Background: an optimization exercise with open tools, aiming at small area, a short achievable clock period and few clock cycles per item. Do not read the settings as production practice. RTL that was checked went through simulation tests only; none was proved equivalent to the original. Function not checked in run 1: the RTL went through the layout flow alone. Power figures rest on the tool's default switching activity, not on a simulated workload.

==> flow/design.v (outline; a module is shown in full before it is edited, if it fits) <==
// module qe_mix: 1197 lines
module qe_mix (
    input  wire        clk,
    input  wire        rst,
    input  wire        in_valid,
    output wire        in_ready,
    input  wire [23:0] in_sample,
    input  wire [23:0] in_gain,
    input  wire        in_last,
    input  wire [23:0] in_dgain,
    output reg         out_valid,
    input  wire        out_ready,
    output reg  [23:0] out_sample,
    output reg  [1:0]  out_clip
);
  // ...
==> flow/flow/run.sh <==
#!/bin/bash
set -euo pipefail
bash standard.sh "BUFFER_PORTS_ARGS=-buffer_cell sky130_fd_sc_hd__buf_1" finish > flow.log 2>&1
==> flow/standard.sh <==
#!/bin/bash
# synth_recipe.tcl (not shown) runs the flow's synth.tcl, then flattens the netlist and writes it again
# the make line also repeats each setting of config.mk as NAME=value (left out here)
make -C /OpenROAD-flow-scripts/flow DESIGN_CONFIG=/design/flow/config.mk WORK_HOME=/design/flow/orfs CLKGATE_MAP_FILE= SYNTH_SCRIPT=/design/flow/synth_recipe.tcl "${@:-finish}"
==> flow/config.mk <==
export PLATFORM = sky130hd
export DESIGN_NAME = qe_mix
export DESIGN_NICKNAME = qe_mix
export VERILOG_FILES = /design/flow/design.v
export SDC_FILE = /design/flow/constraint.sdc
export NUM_CORES = 4
export LEC_CHECK = 0
export ABC_CLOCK_PERIOD_IN_PS = 3000
export CAP_MARGIN = 20
export CORE_MARGIN = 2
export CORE_UTILIZATION = 65
export CTS_BUF_LIST = sky130_fd_sc_hd__clkbuf_4
export PLACE_DENSITY = 0.85
export SETUP_SLACK_MARGIN = 5
export SLEW_MARGIN = 20
==> flow/constraint.sdc <==
create_clock -name core_clock -period 9.0 [get_ports {clk}]
set_input_delay 1.8000 -clock core_clock [delete_from_list [all_inputs] [get_ports {clk}]]
set_output_delay 1.8000 -clock core_clock [all_outputs]
set_load 0.01 [all_outputs]
==> flow_summary.toml, run 1 <==
[placement]
hpwl_um = 66380
globalplace.congestion = 0.9380

[floorplanning]
io_pins = 105
die_x_um = 245.8
core_area_um2 = 57810

[logic_synthesis]
synth_most_common_cell = "xor2_1"
yosys.area.top_type_share = 0.2349
netlist-cell-type-count = 74
syn_inst = 3586
synth-simple-area-share = 0.07162

[sta]
hold_violations = 0
rsz0062_at_grt = "yes"
slew_headroom = 0.2070
layout_setup_ws_ps = 4616
setup_viol = 0

[route]
viasPerCell = 6.213
wl_met1_um = 36150

[worst_setup_path]
rr_startpoint = "r_s1[10]$_DFFE_PP_"
crit_path_start = "r_s1[10]$_DFFE_PP_"

[cells_and_area]
layout-drive-gt1-share = 0.1267
area_growth_pct = 10.09
final_nets = 4420
fin_cells = 4574
final_core_util = 0.7240
finalInstanceArea_um2 = 41850
bufAreaShareNonClock = 0.04200

[run_status]
status = "complete, no violations"

[power]
clk-power_mw = 1.97
power_density_nw_per_um2 = 281.9
clkPwrFrac = 0.167
finalPower_mw = 11.80

[global_route]
grt.overflow.total = 0
grt_use_met1 = 0.4094

[clocking]
ctsHtreeMaxLevel = 4
ctsResizeCount = 94

[run]
drv_cap = 0
==> run 2, diff against run 1 <==
--- a/flow/design.v
+++ b/flow/design.v
@@ -61,30 +61,30 @@
         wire y2 = d_ext[2*gi+2], y1 = d_ext[2*gi+1], y0 = d_ext[2*gi];
         assign d_one[gi] = y1 ^ y0;
         assign d_two[gi] = (y2 & ~y1 & ~y0) | (~y2 & y1 & y0);
         assign d_neg[gi] = y2;
     end endgenerate
     reg  [35:0] z_s, z_c;                     
     wire [35:0] zg_s = z_s;
     wire [35:0] zg_c = z_c;
-    reg [33:0] m_s, m_c;                      
+    reg [37:0] m_s, m_c;                      
     reg        m_cin, m_c1;                   
     wire [47:0] m_s_d, m_c_d;
-    wire [14:0] m_lo = {1'b0, m_s_d[13:0]} + {1'b0, m_c_d[13:0]};
-    wire [31:0] lo2  = {1'b0, m_s[30:0]} + {1'b0, m_c[30:0]} + {31'd0, m_cin};
-    wire        c31  = lo2[31];
-    wire [2:0]  a2   = m_s[33:31], b2 = m_c[33:31];
+    wire [10:0] m_lo = {1'b0, m_s_d[9:0]} + {1'b0, m_c_d[9:0]};
+    wire [35:0] lo2  = {1'b0, m_s[34:0]} + {1'b0, m_c[34:0]} + {35'd0, m_cin};
+    wire        c31  = lo2[35];
+    wire [2:0]  a2   = m_s[37:35], b2 = m_c[37:35];
     wire [2:0]  p2   = a2 ^ b2;
     wire [2:0]  top2 = a2 + b2 + {2'd0, c31};
     wire        z2r  = &(p2[2:1] ~^ (a2[1:0] | b2[1:0]));
     wire        o2r  = &(p2[2:1] ^ (a2[1:0] & b2[1:0]));
     wire        fit2 = c31 ? ((z2r & p2[0]) | (o2r & ~p2[0])) : ((z2r & ~p2[0]) | (o2r & p2[0]));
     wire        sgn2 = top2[2];
-    wire [23:0] sat2 = fit2 ? {p2[0] ^ c31, lo2[30:8]} : {sgn2, {23{~sgn2}}};
+    wire [23:0] sat2 = fit2 ? {p2[0] ^ c31, lo2[34:12]} : {sgn2, {23{~sgn2}}};
     reg  [23:0] sk_s;
     reg  [1:0]  sk_c;
     wire men       = ~vm_q | ~sk_q;           
     wire o_take    = vm_q & ~sk_q;            
     wire main_free = ~out_valid | out_ready;
     wire il_n = take & in_last;
     wire vp_n = (vi_q & il_q) | (vp_q & ~ren);
     wire vr_n = (vp_q & ren) | (vr_q & ~ph_q);
@@ -118,19 +118,19 @@
         if (ph_n) begin
             d2_one <= lo_one;
             d2_two <= lo_two;
             d2_neg <= lo_neg;
         end
         z_s <= m_s_d[35:0] & {36{ph_n}};
         z_c <= m_c_d[35:0] & {36{ph_n}};
         if (vr_q & ph_q) begin
-            m_s   <= m_s_d[47:14];
-            m_c   <= m_c_d[47:14];
-            m_cin <= m_lo[14];
+            m_s   <= m_s_d[47:10];
+            m_c   <= m_c_d[47:10];
+            m_cin <= m_lo[10];
             m_c1  <= r_c1;
         end
         if (main_free) begin
             out_sample <= sk_q ? sk_s : sat2;
             out_clip   <= sk_q ? sk_c : {~fit2, m_c1};
         end
         if (~sk_q) begin
             sk_s <= sat2;
==> flow/run.sh (new file) <==
#!/bin/bash
# synth_recipe.tcl (not shown) runs the flow's synth.tcl, then flattens the netlist and writes it again
# the make line also repeats each setting of config.mk as NAME=value (left out here)
make -C /OpenROAD-flow-scripts/flow DESIGN_CONFIG=/design/flow/config.mk WORK_HOME=/design/flow/orfs CLKGATE_MAP_FILE= SYNTH_SCRIPT=/design/flow/synth_recipe.tcl finish
==> flow/config.mk (replaced) <==
export PLATFORM = sky130hd
export DESIGN_NAME = qe_mix
export DESIGN_NICKNAME = qe_mix
export VERILOG_FILES = /design/flow/design.v
export SDC_FILE = /design/flow/constraint.sdc
export NUM_CORES = 4
export LEC_CHECK = 0
export ABC_CLOCK_PERIOD_IN_PS = 3000
export CAP_MARGIN = 20
export CORE_MARGIN = 2
export CORE_UTILIZATION = 40
export CTS_BUF_LIST = sky130_fd_sc_hd__clkbuf_4
export SETUP_SLACK_MARGIN = 4.5
export SLEW_MARGIN = 20
removed: flow/flow/run.sh
removed: flow/standard.sh
==> run 2 against run 1 <==
Against the previous run:
- still clean
- core utilization is 28 points lower
- global-route usage is 12 points lower
- sequential share of layout area is 0.071 points higher
- maximum frequency is 2.7% higher
- via count is 4.7% lower
- critical endpoint is now acc_c[26]$_DFF_P_
- largest cell class unchanged
==> flow_summary.toml, run 2 <==
[run_status]
status = "complete, no violations"

[route]
routedWlPerCell_um = 20.51
route.vias.total = 27090
drc_errors = 0
antenna_left = 0
drt_iter0_markers = 2159
dr.pass1.iters = 7
viasPerCell = 5.366
wirelength_um = 103500

[logic_synthesis]
yosys.area.top_type_share = 0.2318
synth_edf_count = 189
synth_area_um2 = 38520
synth_warnings = 1
postSynthNetCount = 4343
async_reset_ff_frac = 0
yosys-top-cells-count = "466 x xor2_1, 446 x fa_1, 417 x a22oi_1"
netlist-cell-type-count = 80
yosysSeqAreaShare = 0.3027
yosys.area.top_type = "fa_1"
synth_most_common_cell = "xor2_1"
synth_seq_cells = 488
avgSynthCellArea_um2 = 10.62
synthFlopType = "dfxtp_1"
synthTopCellsByArea = "fa_1 23%, dfxtp_1 16%, edfxtp_1 15%"
syn_inst = 3626

[power]
finalPower_mw = 11.97
ir_drop_mv = 0.1685
power.leakage_nw = 16.43
power_density_nw_per_um2 = 282.6

[placement]
dp.cells = 4791
globalplace.congestion = 0.8797
hpwl_um = 73570
port_buffers = 104

[floorplanning]
die_x_um = 314.3
io_pins = 105
core_area_um2 = 95150
die_h_um = 314.3
num_rows = 113
die_area_um2 = 98790
initial_core_util = 0.4048

[sta]
fin_crit_sh = 0.4744
post-route-min-period_ps = 4269
slew_headroom = 0.3098
final_max_slew_viol_count = 0
setup_viol = 0
hold_violations = 0
worst_pin_slew_ps = 1035
rsz0062_at_grt = "no"
max_freq_mhz = 234.2
skew_ps = 111.0
setup_tns_ps = 0
timing.hold.ws_ps = 366.3

[clocking]
cts_num_sinks = 488
root_buffer = "clkbuf_4"
cts_tree = "yes"
hold_buffers = 0
insertion_delay_ps = 1100
cts_buffers = 139
cts.clk_slew.worst_paths_ps = 60
clock_path_buffers = 3
ctsHtreeMaxLevel = 4

[worst_setup_path]
slowest_stage = "dfxtp_2"
cp.buffers_inverters = 1
crit_family = "adder cells"
crit_path_end_kind = "flop"
rrSetupSlack_ps = 4730
cpMostUsedCell = "fa_1"
required_ps = 9940
cp.arrival_ps = 5210
cpPeakStageDelay_ps = 740
crit_path_start_kind = "flop"
crit_type = "flop to flop"
crit_fanout = 24
cp_cell_sequence = "a22oi_1, xor2_1, fa_1, fa_1, fa_1, fa_1, fa_1, fa_1, inv_1"

[cells_and_area]
layout-drive-gt1-share = 0.09541
fin_cells = 5049
final_core_util = 0.4452
nFillCells = 9116
top_regs = "acc_c: 54 flops, acc_s: 54 flops"
final_nets = 4384
mostFrequentLayoutCells = "465 x xor2_1, 446 x fa_1, 417 x a22oi_1, 361 x inv_1, 270 x dfxtp_1"
area_growth_pct = 9.976
final_common_cell = "xor2_1"

[global_route]
grt_antenna_before_repair = 2
grt_max_degree = 79
grtUsageTotal = 0.2144
grt.overflow.total = 0
grt_pass1_wl_um = 164200
grt_pass1_vias = 28540

[run]
drv_cap = 0

[worst_hold_path]
min_path_type = "flop to flop"
[run 2: final timing paths]
check        cells past startpoint              from                  to
max reg2reg                      9   x_q[17]$_DFF_P_   acc_c[26]$_DFF_P_
min reg2reg                      0  dg_i[16]$_DFF_P_  dg_p[16]$_DFFE_PP_
max                              9   x_q[17]$_DFF_P_   acc_c[26]$_DFF_P_
min                              0  dg_i[16]$_DFF_P_  dg_p[16]$_DFFE_PP_
[run 2: stage by stage]
stage / instance area (um^2) / worst slack (ps)
global route: 42360 / 4541
finish: 42360 / 4731
CTS: 42310 / 4506
global placement: 40570 / 4415
detailed placement: 40570 / 4359
floorplan: 38520 / 4734
[run 2: area by class of cell]
class | count | area, um^2 | area share
diodes | 11 | 27.53 | 0.0006498
multi-input cells | 2508 | 24450 | 0.5772
clock inverters | 61 | 322.8 | 0.007621
well taps | 1265 | 1583 | 0.03736
clock buffers | 186 | 1396 | 0.03296
flip-flops and latches | 488 | 11700 | 0.2762
inverters | 362 | 1360 | 0.03211
repair buffers | 168 | 1521 | 0.03592
[run 2: report_power, final]
group          total [mW]  switching [mW]  leakage [nW]  internal, mW
clock network        2.01            1.01          1.02          1.01
registers            3.25           0.313          4.25          2.94
logic                6.71            3.87          11.2          2.84
[run 2: worst reg2reg max path, cell delays in order, from the launching register on]
cell and delay, ps:
dfxtp_2 740, a22oi_1 220, xor2_1 200, fa_1 550
fa_1 480, fa_1 490, fa_1 450, fa_1 510
fa_1 520, inv_1 40
[run 2: cell families (layout without fill, tap and decap cells)]
| family | after synthesis | after routing | synth area share |
|---|---|---|---|
| buf+inv | 630 | 777 | 0.06311 |
| mux | 6 | 6 | 0.001657 |
| other cells | 0 | 11 | 0 |
| xor+xnor | 541 | 541 | 0.1230 |
| simple gates | 546 | 546 | 0.07163 |
| flops | 488 | 488 | 0.3027 |
| compound gates | 775 | 775 | 0.1430 |
| fa+ha+maj | 640 | 640 | 0.2948 |
[run 2: metal layers]
| layer | up-vias | GRT usage | part of all wire |
|---|---|---|---|
| met3 | 241 | 0.04842 | 0.071 |
| met4 | 0 | 0.09493 | 0.036 |
| met5 | - | 0 | 0 |
| met2 | 1135 | 0.3463 | 0.47 |
| li1 | 12410 | - | - |
| met1 | 13310 | 0.2752 | 0.42 |
[run 2: repair_timing]
item / 4_1_cts / 5_1_grt
endpoints found under the setup margin: 4 / 21
gates resized for setup: 18 / 11
buffers inserted: 0 / 0
Testbench counts of run 2, summed over its fixed seeds: cycles 14,810, items 3,200.
==> run 3, diff against run 2 <==
--- a/flow/config.mk
+++ b/flow/config.mk
@@ -11,4 +11,4 @@
 export CORE_UTILIZATION = 40
 export CTS_BUF_LIST = sky130_fd_sc_hd__clkbuf_4
-export SETUP_SLACK_MARGIN = 4.5
+export SETUP_SLACK_MARGIN = 5
 export SLEW_MARGIN = 20
==> run 3 against run 2 <==
Against the previous run:
- synthesized cell count is the same
- register-to-register slack better by 270 ps
- total power grew 1.3%
- critical path depth grew 1
- setup slack gained 270 ps
- global-route usage is 0.067 points lower
- first-iteration DRC count is 4.6% higher
- core utilization grew 0.96 points
- wire length rose by 0.59%
- combinational power up 2%
- sequential power is essentially flat
- worst hold slack improved by 26 ps
==> flow_summary.toml, run 3 <==
[cells_and_area]
final_nets = 4419
multiInputGateArea_um2 = 24590
top_regs = "acc_c: 54 flops, acc_s: 54 flops"
area_growth_pct = 12.35
final_common_cell = "xor2_1"
layout-drive-gt1-share = 0.1125
nFillCells = 9022
mostFrequentLayoutCells = "463 x xor2_1, 440 x fa_1, 406 x a22oi_1, 361 x inv_1, 274 x dfxtp_1"
seqCellArea_um2 = 11750
fin_cells = 5084

[route]
drt_iter0_markers = 2259
wirelength_um = 104200
routedWlPerCell_um = 20.49
dr.pass1.iters = 7
antenna_left = 0
route.vias.total = 27150
viasPerCell = 5.339
drc_errors = 0

[sta]
timing.hold.ws_ps = 392.0
setup_viol = 0
final_max_slew_viol_count = 0
skew_ps = 74.06
fin_crit_sh = 0.4447
hold_violations = 0
rsz0062_at_grt = "yes"
setup_tns_ps = 0
worst_pin_slew_ps = 898.1
post-route-min-period_ps = 4002
slew_headroom = 0.4013
layout_setup_ws_ps = 4998
max_freq_mhz = 249.9

[logic_synthesis]
synth_most_common_cell = "xor2_1"
synthTopCellsByArea = "fa_1 23%, dfxtp_1 16%, edfxtp_1 15%"
netlist-cell-type-count = 80
yosys.area.top_type = "fa_1"
yosys.area.top_type_share = 0.2318
async_reset_ff_frac = 0
synthFlopType = "dfxtp_1"
synth_warnings = 1
synth_seq_cells = 488
postSynthNetCount = 4343
synth_area_um2 = 38520
syn_inst = 3626
yosys-top-cells-count = "466 x xor2_1, 446 x fa_1, 417 x a22oi_1"
synth_edf_count = 189
avgSynthCellArea_um2 = 10.62
yosysSeqAreaShare = 0.3027

[clocking]
cts.clk_slew.worst_paths_ps = 70
cts_num_sinks = 488
root_buffer = "clkbuf_4"
ctsHtreeMaxLevel = 4
cts_tree = "yes"
cts_buffers = 139
insertion_delay_ps = 1040
clock_path_buffers = 3

[worst_setup_path]
crit_path_start_kind = "flop"
cpPeakStageDelay_ps = 550
crit_path_end_kind = "flop"
cp_cell_sequence = "buf_6, a22oi_1, xor2_1, fa_1, fa_1, fa_1, fa_2, fa_1, fa_1, inv_1"
cp.buffers_inverters = 2
required_ps = 9920
cp.arrival_ps = 4920
crit_fanout = 24
crit_family = "adder cells"
cpMostUsedCell = "fa_1"
crit_type = "flop to flop"
slowest_stage = "fa_1"

[global_route]
grt.overflow.total = 0
grt_antenna_before_repair = 2
grt_pass1_wl_um = 163900
grt_max_degree = 65
grt_pass1_vias = 28610
grtUsageTotal = 0.2137

[placement]
hpwl_um = 73170
pre_cts_ws_ps = 4394
dp.cells = 4794
globalplace.congestion = 0.8858
port_buffers = 104

[floorplanning]
io_pins = 105
die_h_um = 314.3
die_area_um2 = 98790
num_rows = 113
die_x_um = 314.3
initial_core_util = 0.4048
core_area_um2 = 95150

[power]
power_density_nw_per_um2 = 280.3
finalPower_mw = 12.13
ir_drop_mv = 0.1934
power.leakage_nw = 16.79

[run]
drv_cap = 0

[worst_hold_path]
min_path_type = "flop to flop"

[run_status]
status = "complete, no violations"
[run 3: worst reg2reg max path, cell delays in order, from the launching register on]
cell and delay, ps:
dfxtp_1 330, buf_6 270, a22oi_1 170, xor2_1 180
fa_1 550, fa_1 440, fa_1 550, fa_2 470
fa_1 430, fa_1 490, inv_1 40
[run 3: kinds of logic (layout without fill, tap and decap cells)]
group,after synthesis,after routing,synth area share
flops,488,488,0.3027
buf+inv,630,814,0.06311
fa+ha+maj,640,640,0.2948
simple gates,546,547,0.07163
compound gates,775,776,0.1430
xor+xnor,541,541,0.1230
mux,6,6,0.001657
other cells,0,7,0
[run 3: per-layer routing]
| metal | share of wire | up-vias | global-route usage | wire length (um) |
|---|---|---|---|---|
| met5 | 0 | - | 0 | 0 |
| met2 | 0.47 | 1110 | 0.3455 | 49100 |
| met3 | 0.079 | 271 | 0.04697 | 8207 |
| met4 | 0.040 | 0 | 0.1013 | 4207 |
| li1 | - | 12490 | - | - |
| met1 | 0.41 | 13280 | 0.2723 | 42640 |
[run 3: final timing paths]
path,endpoint,startpoint,cells after the start,slack (ps)
setup / recovery,acc_c[26]$_DFF_P_,x_q[6]$_DFF_P_,10,5000
hold / removal,dg_p[9]$_DFFE_PP_,dg_i[9]$_DFF_P_,0,390
setup reg to reg,acc_c[26]$_DFF_P_,x_q[6]$_DFF_P_,10,5000
hold reg to reg,dg_p[9]$_DFFE_PP_,dg_i[9]$_DFF_P_,0,390
[run 3: cell type report]
cell class,instances,area share
multi-input cells,2510,0.5682
diodes,7,0.0004048
repair buffers,201,0.05025
flip-flops and latches,488,0.2715
clock buffers,198,0.03435
clock inverters,53,0.007344
inverters,362,0.03143
well taps,1265,0.03657
[run 3: per-stage QoR]
stage	utilization	instance area (um^2)
after global placement	0.4266	40590
final	0.4548	43280
after floorplan	-	38600
after global routing	0.4548	43270
after CTS	0.4485	42670
after detailed placement	0.4266	40590
[run 3: report_power, final]
group | internal [mW] | switching (mW)
Sequential | 2.93 | 0.284
Clock | 1.07 | 1.01
Combinational | 2.88 | 3.95
Total | 6.88 | 5.25
[run 3: what timing repair did]
item / 4_1_cts / 5_1_grt
endpoints found under the setup margin: 123 / 83
pin swaps: 2 / 10
buffers inserted: 4 / 21
gates cloned: 1 / 6
hold buffers: 0 / 0
gates resized for setup: 81 / 63
==> run 4, diff against run 3 <==
==> flow/flow/run.sh (new file) <==
#!/bin/bash
set -euo pipefail
bash standard.sh SETUP_SLACK_MARGIN=5.5 "BUFFER_PORTS_ARGS=-buffer_cell sky130_fd_sc_hd__buf_1" finish > flow.log 2>&1
==> flow/standard.sh (new file) <==
#!/bin/bash
# synth_recipe.tcl (not shown) runs the flow's synth.tcl, then flattens the netlist and writes it again
# the make line also repeats each setting of config.mk as NAME=value (left out here)
make -C /OpenROAD-flow-scripts/flow DESIGN_CONFIG=/design/flow/config.mk WORK_HOME=/design/flow/orfs CLKGATE_MAP_FILE= SYNTH_SCRIPT=/design/flow/synth_recipe.tcl "${@:-finish}"
removed: flow/run.sh
==> run 4 against run 3 <==
Against the previous run:
- first-iteration DRC count is 18% higher
- register-to-register slack better by 180 ps
- final cell count is 4.0% higher
- worst hold slack better by 1.8 ps
- die area stayed put
- largest cell class unchanged
- synthesized area stayed put
- final area is 9.5% higher
- combinational power is 18% higher
- maximum frequency is 4.8% higher
- critical endpoint is now acc_c[30]$_DFF_P_
- clock skew is 31 ps higher
- global-route usage is 2.8 points higher
==> flow_summary.toml, run 4 <==
[global_route]
grt_pass1_vias = 30240
grt.overflow.total = 0
grt_antenna_before_repair = 5
grt_pass1_wl_um = 181300
grtUsageTotal = 0.2420
grt_max_degree = 78

[sta]
skew_ps = 104.6
fin_crit_sh = 0.4241
slew_headroom = 0.3208
rsz0062_at_grt = "yes"
hold_violations = 0
final_max_slew_viol_count = 0
max_freq_mhz = 262.0
post-route-min-period_ps = 3817
worst_pin_slew_ps = 1019
setup_viol = 0
setup_tns_ps = 0

[worst_setup_path]
crit_path_start_kind = "flop"
crit_path_end_kind = "flop"
crit_type = "flop to flop"
cp.arrival_ps = 4770
required_ps = 9950
crit_fanout = 7

[logic_synthesis]
netlist-cell-type-count = 80
synth_warnings = 1
yosysSeqAreaShare = 0.3027
synth_seq_cells = 488
yosys.area.top_type_share = 0.2318
syn_inst = 3626
yosys.area_share.xor_xnor = 0.1230
synth_area_um2 = 38520
avgSynthCellArea_um2 = 10.62
async_reset_ff_frac = 0
synthTopCellsByArea = "fa_1 23%, dfxtp_1 16%, edfxtp_1 15%"
synth_edf_count = 189
postSynthNetCount = 4343
synth_top_family_by_area = "adder cells"
synth_fa_ha_area_frac = 0.2948
yosys-top-cells-count = "466 x xor2_1, 446 x fa_1, 417 x a22oi_1"
synthFlopType = "dfxtp_1"
synth_most_common_cell = "xor2_1"
synth-simple-area-share = 0.07163
synth-compound-area-share = 0.1430
synthMuxAreaShare = 0.001657
yosys.area.top_type = "fa_1"

[run_status]
status = "complete, no violations"

[clocking]
clock_path_buffers = 3
ctsHtreeMaxLevel = 4
insertion_delay_ps = 1090
root_buffer = "clkbuf_4"
cts.clk_slew.worst_paths_ps = 70
cts_num_sinks = 488
cts_tree = "yes"
cts_buffers = 139

[floorplanning]
io_pins = 105
num_rows = 113
die_area_um2 = 98790
core_area_um2 = 95150
die_x_um = 314.3
initial_core_util = 0.4048
die_h_um = 314.3

[route]
route.vias.total = 29180
wirelength_um = 120300
routedWlPerCell_um = 22.76
antenna_left = 0
dr.pass1.iters = 6
viasPerCell = 5.520
drc_errors = 0
drt_iter0_markers = 2669

[power]
ir_drop_mv = 0.1814
power.leakage_nw = 17.99
power_density_nw_per_um2 = 283.2

[cells_and_area]
nFillCells = 8544
final_core_util = 0.4979
top_regs = "acc_c: 54 flops, acc_s: 54 flops"
layout-drive-gt1-share = 0.2659
final_common_cell = "xor2_1"
seqCellArea_um2 = 11810
multiInputGateArea_um2 = 26550
mostFrequentLayoutCells = "439 x xor2_1, 346 x inv_1, 305 x a22oi_1, 277 x fa_1, 249 x dfxtp_1"
final_nets = 4619
area_growth_pct = 22.99

[placement]
hpwl_um = 73330
port_buffers = 104
globalplace.congestion = 0.8799

[run]
drv_cap = 0

[worst_hold_path]
min_path_type = "flop to flop"
-- run 4: cell counts after synthesis --
Identical to the previous run, type by type.
-- run 4: layer usage --
layer,up-vias,wire [um],global-route usage
met5,-,13,0
met4,2,6241,0.1184
met3,452,11560,0.06660
met2,1534,55250,0.3860
met1,14300,47250,0.3028
li1,12890,-,-
-- run 4: metrics by stage --
step           hold WS [ps]  power [mW]  std cells  area, um^2  worst slack, ps
2_1_floorplan         385.5       8.270       3626       39510             5321
3_3_place_gp          388.1       9.958       4801       40250             4490
3_5_place_dp          389.5       10.06       4801       40250             4464
4_1_cts               392.1       12.95       5231       45720             5257
5_1_grt               404.1       14.66       5285       47370             5138
6_report              393.8       13.41       5285       47370             5183
-- run 4: critical path, cell delays in order, from the launching register on --
cell	delay (ps)
dfxtp_4	410
buf_4	200
a22oi_2	210
xor2_1	220
fa_2	490
fa_2	400
fa_2	360
fa_2	370
fa_1	490
fa_2	540
inv_1	30
-- run 4: report_power, final --
| group | internal (mW) | switching (mW) |
|---|---|---|
| registers | 2.94 | 0.266 |
| clock network | 1.10 | 1.03 |
| logic | 3.57 | 4.51 |
| total | 7.61 | 5.81 |
-- run 4: repair_timing --
| action | in CTS | in global routing |
|---|---|---|
| pin swaps | 121 | 141 |
| hold buffers | 0 | 0 |
| buffers inserted | 146 | 44 |
| gates cloned | 29 | 6 |
| gates resized for setup | 413 | 277 |
| setup endpoints to repair | 178 | 168 |
-- run 4: final timing paths --
kind | startpoint | to | slack (ps) | depth (start not counted)
setup / recovery | x_q[21]$_DFF_P_ | acc_c[30]$_DFF_P_ | 5180 | 10
hold / removal | dg_i[0]$_DFF_P_ | dg_p[0]$_DFFE_PP_ | 390 | 0
setup reg to reg | x_q[21]$_DFF_P_ | acc_c[30]$_DFF_P_ | 5180 | 10
hold reg to reg | dg_i[0]$_DFF_P_ | dg_p[0]$_DFFE_PP_ | 390 | 0
-- run 4: cell families (layout without fill, tap and decap cells) --
logic type	Yosys count	after routing
buffers and inverters	630	1016
AND/OR/NAND/NOR	546	550
AO/OA/AOI/OAI	775	775
adder cells (fa/ha/maj)	640	640
flip-flops	488	488
other	0	4
multiplexers	6	6
XOR/XNOR	541	541
-- run 4: cell type report --
class	instances	area share
sequential	488	0.2493
antenna	4	0.0002113
clock buffer	209	0.03312
multi-input combinational	2512	0.5605
clock inverter	46	0.005573
tap	1265	0.03341
timing repair buffer	399	0.08917
inverter	362	0.02871
==> run 5, diff against run 4 <==
==> flow/flow/run.sh (replaced) <==
#!/bin/bash
set -euo pipefail
bash standard.sh "BUFFER_PORTS_ARGS=-buffer_cell sky130_fd_sc_hd__buf_1" finish > flow.log 2>&1
==> run 5 against run 4 <==
Against the previous run:
- still clean on timing, DRC and antenna
- critical path depth did not move
- die area stayed put
- count of clock-buffer cells in the layout fell by 4
- combinational power decreased by 14%
- maximum frequency shrank 3.1%
- total power decreased by 7.8%
- worst hold slack worse by 3.1 ps
- sequential power about the same
- final area decreased by 9.4%
- sequential cell count unchanged
- first-iteration DRC count shrank 4.0%
- non-clock buffer count decreased by 187
- critical path type unchanged
==> flow_summary.toml, run 5 <==
[cells_and_area]
final_common_cell = "xor2_1"
fin_cells = 5093
layout-drive-gt1-share = 0.1199
mostFrequentLayoutCells = "464 x xor2_1, 438 x fa_1, 404 x a22oi_1, 361 x inv_1, 271 x dfxtp_1"
top_regs = "acc_c: 54 flops, acc_s: 54 flops"
area_growth_pct = 11.49
final_nets = 4429

[worst_setup_path]
crit_family = "adder cells"
cpPeakStageDelay_ps = 580
required_ps = 9920
crit_path_start_kind = "flop"
cp.arrival_ps = 4860
slowest_stage = "fa_1"
cpMostUsedCell = "fa_1"
cp.buffers_inverters = 2
crit_path_end_kind = "flop"
cp_cell_sequence = "buf_6, a22oi_2, xor2_1, fa_1, fa_2, fa_1, fa_2, fa_1, fa_1, inv_1"
crit_type = "flop to flop"
crit_fanout = 25

[power]
power.leakage_nw = 16.65
ir_drop_mv = 0.1612
power_density_nw_per_um2 = 288.1

[global_route]
grt_antenna_before_repair = 2
grtUsageTotal = 0.2188
grt_max_degree = 61
grt.overflow.total = 0
grt_pass1_wl_um = 167200
grt_pass1_vias = 29030

[sta]
setup_tns_ps = 0
max_freq_mhz = 253.9
setup_viol = 0
hold_violations = 0
timing.hold.ws_ps = 390.7
layout_setup_ws_ps = 5061
rsz0062_at_grt = "yes"
fin_crit_sh = 0.4376
final_max_slew_viol_count = 0
skew_ps = 117.5
worst_pin_slew_ps = 957.7
slew_headroom = 0.3615
post-route-min-period_ps = 3939

[route]
route.vias.total = 27650
drt_iter0_markers = 2563
dr.pass1.iters = 7
wirelength_um = 109500
viasPerCell = 5.429
routedWlPerCell_um = 21.51
drc_errors = 0
antenna_left = 0

[logic_synthesis]
postSynthNetCount = 4343
syn_inst = 3626
synth_seq_cells = 488
yosys.area.top_type_share = 0.2318
synth_warnings = 1
yosys-top-cells-count = "466 x xor2_1, 446 x fa_1, 417 x a22oi_1"
synthFlopType = "dfxtp_1"
async_reset_ff_frac = 0
synthTopCellsByArea = "fa_1 23%, dfxtp_1 16%, edfxtp_1 15%"
netlist-cell-type-count = 80
synth_edf_count = 189
synth_area_um2 = 38520
yosysSeqAreaShare = 0.3027
yosys.area.top_type = "fa_1"
synth_most_common_cell = "xor2_1"
avgSynthCellArea_um2 = 10.62

[floorplanning]
io_pins = 105
die_x_um = 314.3
initial_core_util = 0.4048
core_area_um2 = 95150
die_area_um2 = 98790
die_h_um = 314.3
num_rows = 113

[placement]
port_buffers = 104
pre_cts_ws_ps = 4360
dp.cells = 4793
hpwl_um = 74040
globalplace.congestion = 0.8855

[clocking]
cts_tree = "yes"
cts_buffers = 138
cts_num_sinks = 488
clock_path_buffers = 3
root_buffer = "clkbuf_4"
insertion_delay_ps = 1090
hold_buffers = 0
cts.clk_slew.worst_paths_ps = 70
ctsHtreeMaxLevel = 4

[run]
drv_cap = 0

[run_status]
status = "complete, no violations"

[worst_hold_path]
min_path_type = "flop to flop"
[run 5: cells by family after synthesis]
group / share of synthesized area
fa+ha+maj: 0.2948
buf+inv: 0.06311
mux: 0.001657
flops: 0.3027
xor+xnor: 0.1230
compound gates: 0.1430
simple gates: 0.07163
[run 5: report_power, final]
part / internal, mW / total, mW / switching [mW] / leakage, nW
logic: 2.92 / 6.95 / 4.04 / 11.3
registers: 2.93 / 3.21 / 0.277 / 4.26
clock network: 1.20 / 2.21 / 1.01 / 1.12
total: 7.05 / 12.4 / 5.32 / 16.6
[run 5: path summary, 6_finish.rpt]
| kind | startpoint | depth (start not counted) | slack (ps) | to |
|---|---|---|---|---|
| min reg2reg | dg_i[16]$_DFF_P_ | 0 | 390 | dg_p[16]$_DFFE_PP_ |
| min | dg_i[16]$_DFF_P_ | 0 | 390 | dg_p[16]$_DFFE_PP_ |
| max | b1_one[11]$_DFF_P_ | 10 | 5060 | acc_c[26]$_DFF_P_ |
| max reg2reg | b1_one[11]$_DFF_P_ | 10 | 5060 | acc_c[26]$_DFF_P_ |
[run 5: per-layer routing]
metal	global-route usage	wire length, um	up-vias
met5	0	0	-
met4	0.09493	4813	0
met3	0.04901	9230	292
met2	0.3559	51050	1336
met1	0.2797	44440	13540
li1	-	-	12490
[run 5: layout make-up]
type	instances	area (um^2)
fill	8997	52210
clock inverter	43	359.1
sequential	488	11760
timing repair buffer	212	1699
antenna	8	20.02
multi-input combinational	2510	24620
clock buffer	205	1539
tap	1265	1583
inverter	362	1360
[run 5: worst register-to-register path: stages (launching register included)]
cell and delay (ps):
dfxtp_1 330, buf_6 260, a22oi_2 150, xor2_1 180
fa_1 530, fa_2 410, fa_1 580, fa_2 460
fa_1 420, fa_1 490, inv_1 40
[run 5: per-stage QoR]
stage / power (mW) / utilization / instance area, um^2
global route: 13.66 / 0.4512 / 42940
floorplan: 8.187 / - / 38600
detailed placement: 10.03 / 0.4199 / 39950
finish: 12.37 / 0.4513 / 42940
global placement: 9.901 / 0.4196 / 39930
CTS: 12.34 / 0.4428 / 42140
[run 5: repair_timing]
action                                  4_1_cts  5_1_grt
endpoints found under the setup margin       90       74
gates cloned                                  2        4
setup buffers                                 2       36
resized for setup                            85       85
pin swaps                                     1       13

==> static timing again, ports no longer ideal <==
No port has a modelled driver above. Below, the same layouts with a new extraction and two added sets of constraints. Step 1, drivers: a clkbuf_16 drives clk and a buf_2 each remaining input, both assumed. Step 2 also shifts input and output timing later by t, the mid clock arrival at the registers, as if the neighbouring blocks saw the same clock. a / b / c = ideal ports / drivers / drivers and shift; a / b = the first two.
| run | t (ns) | setup slack, ns | worst hold slack (ns) | worst slew at a driven data input, ns | cell pins on the clock port's net |
|---|---|---|---|---|---|
| run 1 | 1.038 | 4.616 / 4.616 / 4.616 | 0.366 / 0.366 / 0.366 | 0.04 | 1 |
| run 2 | 1.102 | 4.731 / 4.731 / 4.706 | 0.366 / 0.366 / 0.366 | 0.08 | 1 |
| run 3 | 1.069 | 4.998 / 4.998 / 4.737 | 0.392 / 0.392 / 0.392 | 0.06 | 1 |
| run 4 | 1.096 | 5.183 / 5.183 / 4.976 | 0.394 / 0.394 / 0.394 | 0.08 | 1 |
| run 5 | 1.099 | 5.061 / 5.061 / 5.050 | 0.391 / 0.391 / 0.391 | 0.08 | 1 |
After both steps setup and hold are still met in every run listed. The setup slack of run 3, which loses most, moves by 0.000 ns with the drivers and by -0.261 ns with both steps.
